This is an optimization exercise on Yosys and OpenROAD, whose aim is small area, not a production implementation.
Function was checked by simulation only, so behaviour that the tests miss may differ from the original.
No activity file was given, so power comes from the tool's default toggle rates.

==> flow/design.v (excerpt) <==
module tense_check (
    input  wire        clk,
    input  wire        rst,         
    input  wire        in_valid,
    input  wire        s16,         
    input  wire [63:0] item0,
    input  wire [63:0] item1,
    input  wire [63:0] item2,
    input  wire [63:0] item3,
    input  wire [63:0] item4,
    input  wire [63:0] item5,
    output reg         out_valid,
    output wire        tense_valid,
    output reg         base_bad,
    output reg  [3:0]  u_bad
);
==> module tense_edges_ok, before the edit <==
module tense_edges_ok (
    input  wire        s16,
    input  wire [63:0] item0,
    input  wire [63:0] item1,
    input  wire [63:0] item2,
    input  wire [63:0] item3,
    input  wire [63:0] item4,
    input  wire [63:0] item5,
    output wire        base_bad,
    output wire [3:0]  u_bad
);
    localparam LMIN = 1;    
    wire [31:0] period    = item0[31:0];
    wire        rz        = item0[33:32] != 2'b00;
    wire [31:0] data      = item1[63:32];
    wire [31:0] drv_on    = item1[31:0];
    wire [31:0] drv_off   = item2[63:32];
    wire [31:0] ret       = item2[31:0];
    wire [31:0] stb_close = item3[63:32];
    wire [31:0] stb_open  = item3[31:0];
    wire [31:0] udef [0:3];
    assign udef[0] = item4[31:0];
    assign udef[1] = item4[63:32];
    assign udef[2] = item5[31:0];
    assign udef[3] = item5[63:32];
    function automatic cy32(input [31:0] a, input [31:0] b, input ci);
        integer i;
        reg c;
        begin
            c = ci;
            for (i = 0; i < 32; i = i + 1)
                c = (a[i] & b[i]) | (c & (a[i] | b[i]));
            cy32 = c;
        end
    endfunction
    function automatic cy24(input [23:0] a, input [23:0] b);
        integer i;
        reg c;
        begin
            c = 1'b0;
            for (i = 0; i < 24; i = i + 1)
                c = (a[i] & b[i]) | (c & (a[i] | b[i]));
            cy24 = c;
        end
    endfunction
    function automatic cy23(input [22:0] a, input [22:0] b);
        integer i;
        reg c;
        begin
            c = 1'b0;
            for (i = 0; i < 23; i = i + 1)
                c = (a[i] & b[i]) | (c & (a[i] | b[i]));
            cy23 = c;
        end
    endfunction
    function automatic [24:0] sub24(input [23:0] a, input [23:0] b);
        integer i;
        reg c;
        reg [23:0] r;
        begin
            c = 1'b1;
            for (i = 0; i < 24; i = i + 1) begin
                r[i] = a[i] ^ ~b[i] ^ c;
                c = (a[i] & ~b[i]) | (c & (a[i] | ~b[i]));
            end
            sub24 = {c, r};
        end
    endfunction
    function automatic [10:0] sub11(input [10:0] a, input [10:0] b);
        integer i;
        reg c;
        reg [10:0] r;
        begin
            c = 1'b1;
            for (i = 0; i < 11; i = i + 1) begin
                r[i] = a[i] ^ ~b[i] ^ c;
                c = (a[i] & ~b[i]) | (c & (a[i] | ~b[i]));
            end
            sub11 = r;
        end
    endfunction
    function automatic [3:0] dflags(input [10:0] d);
        reg z, p1, m1;
        begin
            z  = d == 11'd0;
            p1 = d == 11'd1;
            m1 = d == 11'h7FF;
            dflags = {d[10] | z | p1, d[10] | z, d[10], d[10] & ~m1};
        end
    endfunction
    wire r1 = (|period[31:12]) || (period[11] && !s16);
    wire [31:0] cs_t = stb_open ^ period ^ ~stb_close;
    wire [32:0] cs_u = {(stb_open & period) | (stb_open & ~stb_close) | (period & ~stb_close), 1'b0};
    wire win_ok = cs_u[32] | cy32(cs_t, cs_u[31:0], 1'b0);
    wire inv = cy32(data, ~drv_on, 1'b1) && (!rz || cy32(ret, ~data, 1'b0)) &&
               cy32(stb_close, ~stb_open, 1'b1) && win_ok;
    wire [31:0] x  = rz ? ret : data;
    wire [24:0] lx = sub24(x[23:0], period[23:0]);
    wire [24:0] lf = sub24(drv_off[23:0], period[23:0]);
    wire [24:0] ls = sub24(stb_open[23:0], {period[21:0], 2'b00});
    wire [3:0] fx = dflags(sub11({3'b000, x[31:24]},        {3'b000, period[31:24]}));
    wire [3:0] ff = dflags(sub11({3'b000, drv_off[31:24]},  {3'b000, period[31:24]}));
    wire [3:0] fs = dflags(sub11({3'b000, stb_open[31:24]}, {1'b0, period[31:22]}));
    wire on_big  = |drv_on[31:23];
    wire off_big = |drv_off[31:23];
    wire so_big  = |stb_open[31:23];
    wire pick_off = on_big | (~off_big & cy23(drv_on[22:0], ~drv_off[22:0]));    
    wire [22:0] m1 = pick_off ? drv_off[22:0] : drv_on[22:0];
    wire m1_big = on_big & off_big;
    wire pick_so = m1_big | (~so_big & cy23(m1, ~stb_open[22:0]));
    wire [22:0] m  = pick_so ? stb_open[22:0] : m1;
    wire m_hi = m1_big & so_big;     
    function automatic [2:0] up_pre(input [3:0] f, input c);
        begin
            up_pre = c ? {f[2], f[1], f[0]} : {f[3], f[2], f[1]};    
        end
    endfunction
    function automatic [2:0] up_pre2(input [2:0] u, input d23);
        begin
            up_pre2 = {u[1], d23 ? u[1] : u[2], d23 ? u[0] : u[1]};
        end
    endfunction
    function automatic up_ok(input [2:0] p, input c23, input s23);
        begin
            up_ok = s23 ? (c23 ? p[2] : p[1]) : (c23 ? p[0] : p[2]);
        end
    endfunction
    wire [2:0] ux = up_pre2(up_pre(fx, lx[24]), lx[23]);
    wire [2:0] uf = up_pre2(up_pre(ff, lf[24]), lf[23]);
    wire [2:0] us = up_pre2(up_pre(fs, ls[24]), ls[23]);
    wire up0 = (lx[24] ? fx[1] : fx[2]) && (lf[24] ? ff[1] : ff[2]) && (ls[24] ? fs[1] : fs[2]);
    assign base_bad = !(r1 && inv && up0);
    genvar k;
    generate
        for (k = 0; k < 4; k = k + 1) begin : g_u
            wire [23:0] su  = udef[k][23:0];
            wire        s23 = udef[k][23];
            wire def_ok = udef[k][31:28] <= 4'hB && udef[k][27:24] == 4'h0;
            wire hi = up_ok(ux, cy23(lx[22:0], su[22:0]), s23) &&
                      up_ok(uf, cy23(lf[22:0], su[22:0]), s23) &&
                      up_ok(us, cy23(ls[22:0], su[22:0]), s23);
            wire lo;
            if (LMIN) begin : g_lo1
                assign lo = ~s23 | m_hi | cy23(m, su[22:0]);
            end else begin : g_lo3
                assign lo = ~s23 | (((|drv_on[31:24])   | cy24(drv_on[23:0], su)) &
                                    ((|drv_off[31:24])  | cy24(drv_off[23:0], su)) &
                                    ((|stb_open[31:24]) | cy24(stb_open[23:0], su)));
            end
            assign u_bad[k] = !(def_ok && inv && lo && hi);
        end
    endgenerate
endmodule
clock: 15.0 ns
lec_check: 0
abc_area: 1
cap_margin: 20
core_margin: 2
core_utilization: 40
cts_buf_list: sky130_fd_sc_hd__clkbuf_2 sky130_fd_sc_hd__clkbuf_4
slew_margin: 20
standard.sh (not shown) runs the stock make flow with config.mk's settings and CLKGATE_MAP_FILE= SYNTH_SCRIPT=/design/flow/synth_recipe.tcl, a recipe that flattens the netlist after the stock synthesis.
==> flow/flow/run.sh <==
#!/bin/bash
# The standard layout (standard.sh), with two changes:
#  - synthesis maps with flow/abc_map.script, an area-oriented ABC script
#    (everything else in synth_recipe.tcl, the standard synthesis, is kept);
#  - buffer_ports puts the smallest buffer on each input and output port
#    instead of the delay-cell buffer it picks by default.
set -euo pipefail
W=$PWD
cat > $W/own_synth.tcl <<EOT
proc abc {args} {
  set i [lsearch -exact \$args -script]
  if {\$i >= 0} { set args [lreplace \$args \$i [expr {\$i + 1}] -script $W/flow/abc_map.script] }
  yosys abc {*}\$args
}
source $W/synth_recipe.tcl
EOT
bash standard.sh SYNTH_SCRIPT=$W/own_synth.tcl \
  BUFFER_PORTS_ARGS="-buffer_cell sky130_fd_sc_hd__buf_1" finish > standard_make.log 2>&1
==> flow/flow/abc_map.script <==
&get -n
&st
&syn2
&dch
&nf -p
&st
&dch -f
&nf -p
&st
&dch -f
&nf -p
&st
&dch -f
&nf -p
&put
topo
Next try:
--- a/flow/design.v
+++ b/flow/design.v
@@ -102,13 +102,14 @@
     wire [3:0] ff = dflags(sub11({3'b000, drv_off[31:24]},  {3'b000, period[31:24]}));
     wire [3:0] fs = dflags(sub11({3'b000, stb_open[31:24]}, {1'b0, period[31:22]}));
-    wire on_big  = |drv_on[31:23];
-    wire off_big = |drv_off[31:23];
-    wire so_big  = |stb_open[31:23];
-    wire pick_off = on_big | (~off_big & cy23(drv_on[22:0], ~drv_off[22:0]));    
-    wire [22:0] m1 = pick_off ? drv_off[22:0] : drv_on[22:0];
+    wire on_big  = |drv_on[31:24];
+    wire off_big = |drv_off[31:24];
+    wire so_big  = |stb_open[31:24];
+    wire pick_off = on_big | (~off_big & cy24(drv_on[23:0], ~drv_off[23:0]));    
+    wire [23:0] m1 = pick_off ? drv_off[23:0] : drv_on[23:0];
     wire m1_big = on_big & off_big;
-    wire pick_so = m1_big | (~so_big & cy23(m1, ~stb_open[22:0]));
-    wire [22:0] m  = pick_so ? stb_open[22:0] : m1;
-    wire m_hi = m1_big & so_big;     
+    wire pick_so = m1_big | (~so_big & cy24(m1, ~stb_open[23:0]));
+    wire [23:0] m  = pick_so ? stb_open[23:0] : m1;
+    wire m_big = m1_big & so_big;
+    wire m_hi  = m_big | m[23];      
     function automatic [2:0] up_pre(input [3:0] f, input c);
         begin
@@ -142,5 +143,5 @@
             wire lo;
             if (LMIN) begin : g_lo1
-                assign lo = ~s23 | m_hi | cy23(m, su[22:0]);
+                assign lo = ~s23 | m_hi | cy23(m[22:0], su[22:0]);
             end else begin : g_lo3
                 assign lo = ~s23 | (((|drv_on[31:24])   | cy24(drv_on[23:0], su)) &
=> Non-clock buffer count does not change; worst setup slack loses 0.022 ns; global-route usage falls by 0.84 points; sequential share of layout area hardly moves; wire length falls slightly; utilization is about the same; sequential cell count is unchanged; power rises slightly; final cell count barely changes; via count rises slightly; sequential power hardly moves.

## separate check: timing with driven ports
The flow's constraints put no driver on any port. The routed layouts listed below were extracted and timed again, unchanged, in two steps.
Step 1: set_driving_cell puts a clkbuf_16 on clk and a buf_2 on each other input, an assumption about the parent block.
Step 2 also shifts input and output timing later by t, the mid clock arrival at the registers, as if the neighbouring blocks saw the same clock.
Slacks: ideal ports / drivers / drivers and shift; pairs: ideal ports / drivers.
run | shift t [ns] | slack for setup (ns) | worst setup path after step 2 | slew at the worst register clock pin (ns) | pins driven straight from the clock port
the first run | 0.281 | 0.768 / 0.758 / 0.477 | input to register | 0.07 / 0.07 | 1
the second run | 0.276 | 0.745 / 0.741 / 0.465 | input to register | 0.06 / 0.06 | 1
After both steps every run listed still meets setup and hold. The setup slack of the first run, which loses most, moves by -0.010 ns with the drivers and by -0.291 ns with both steps.
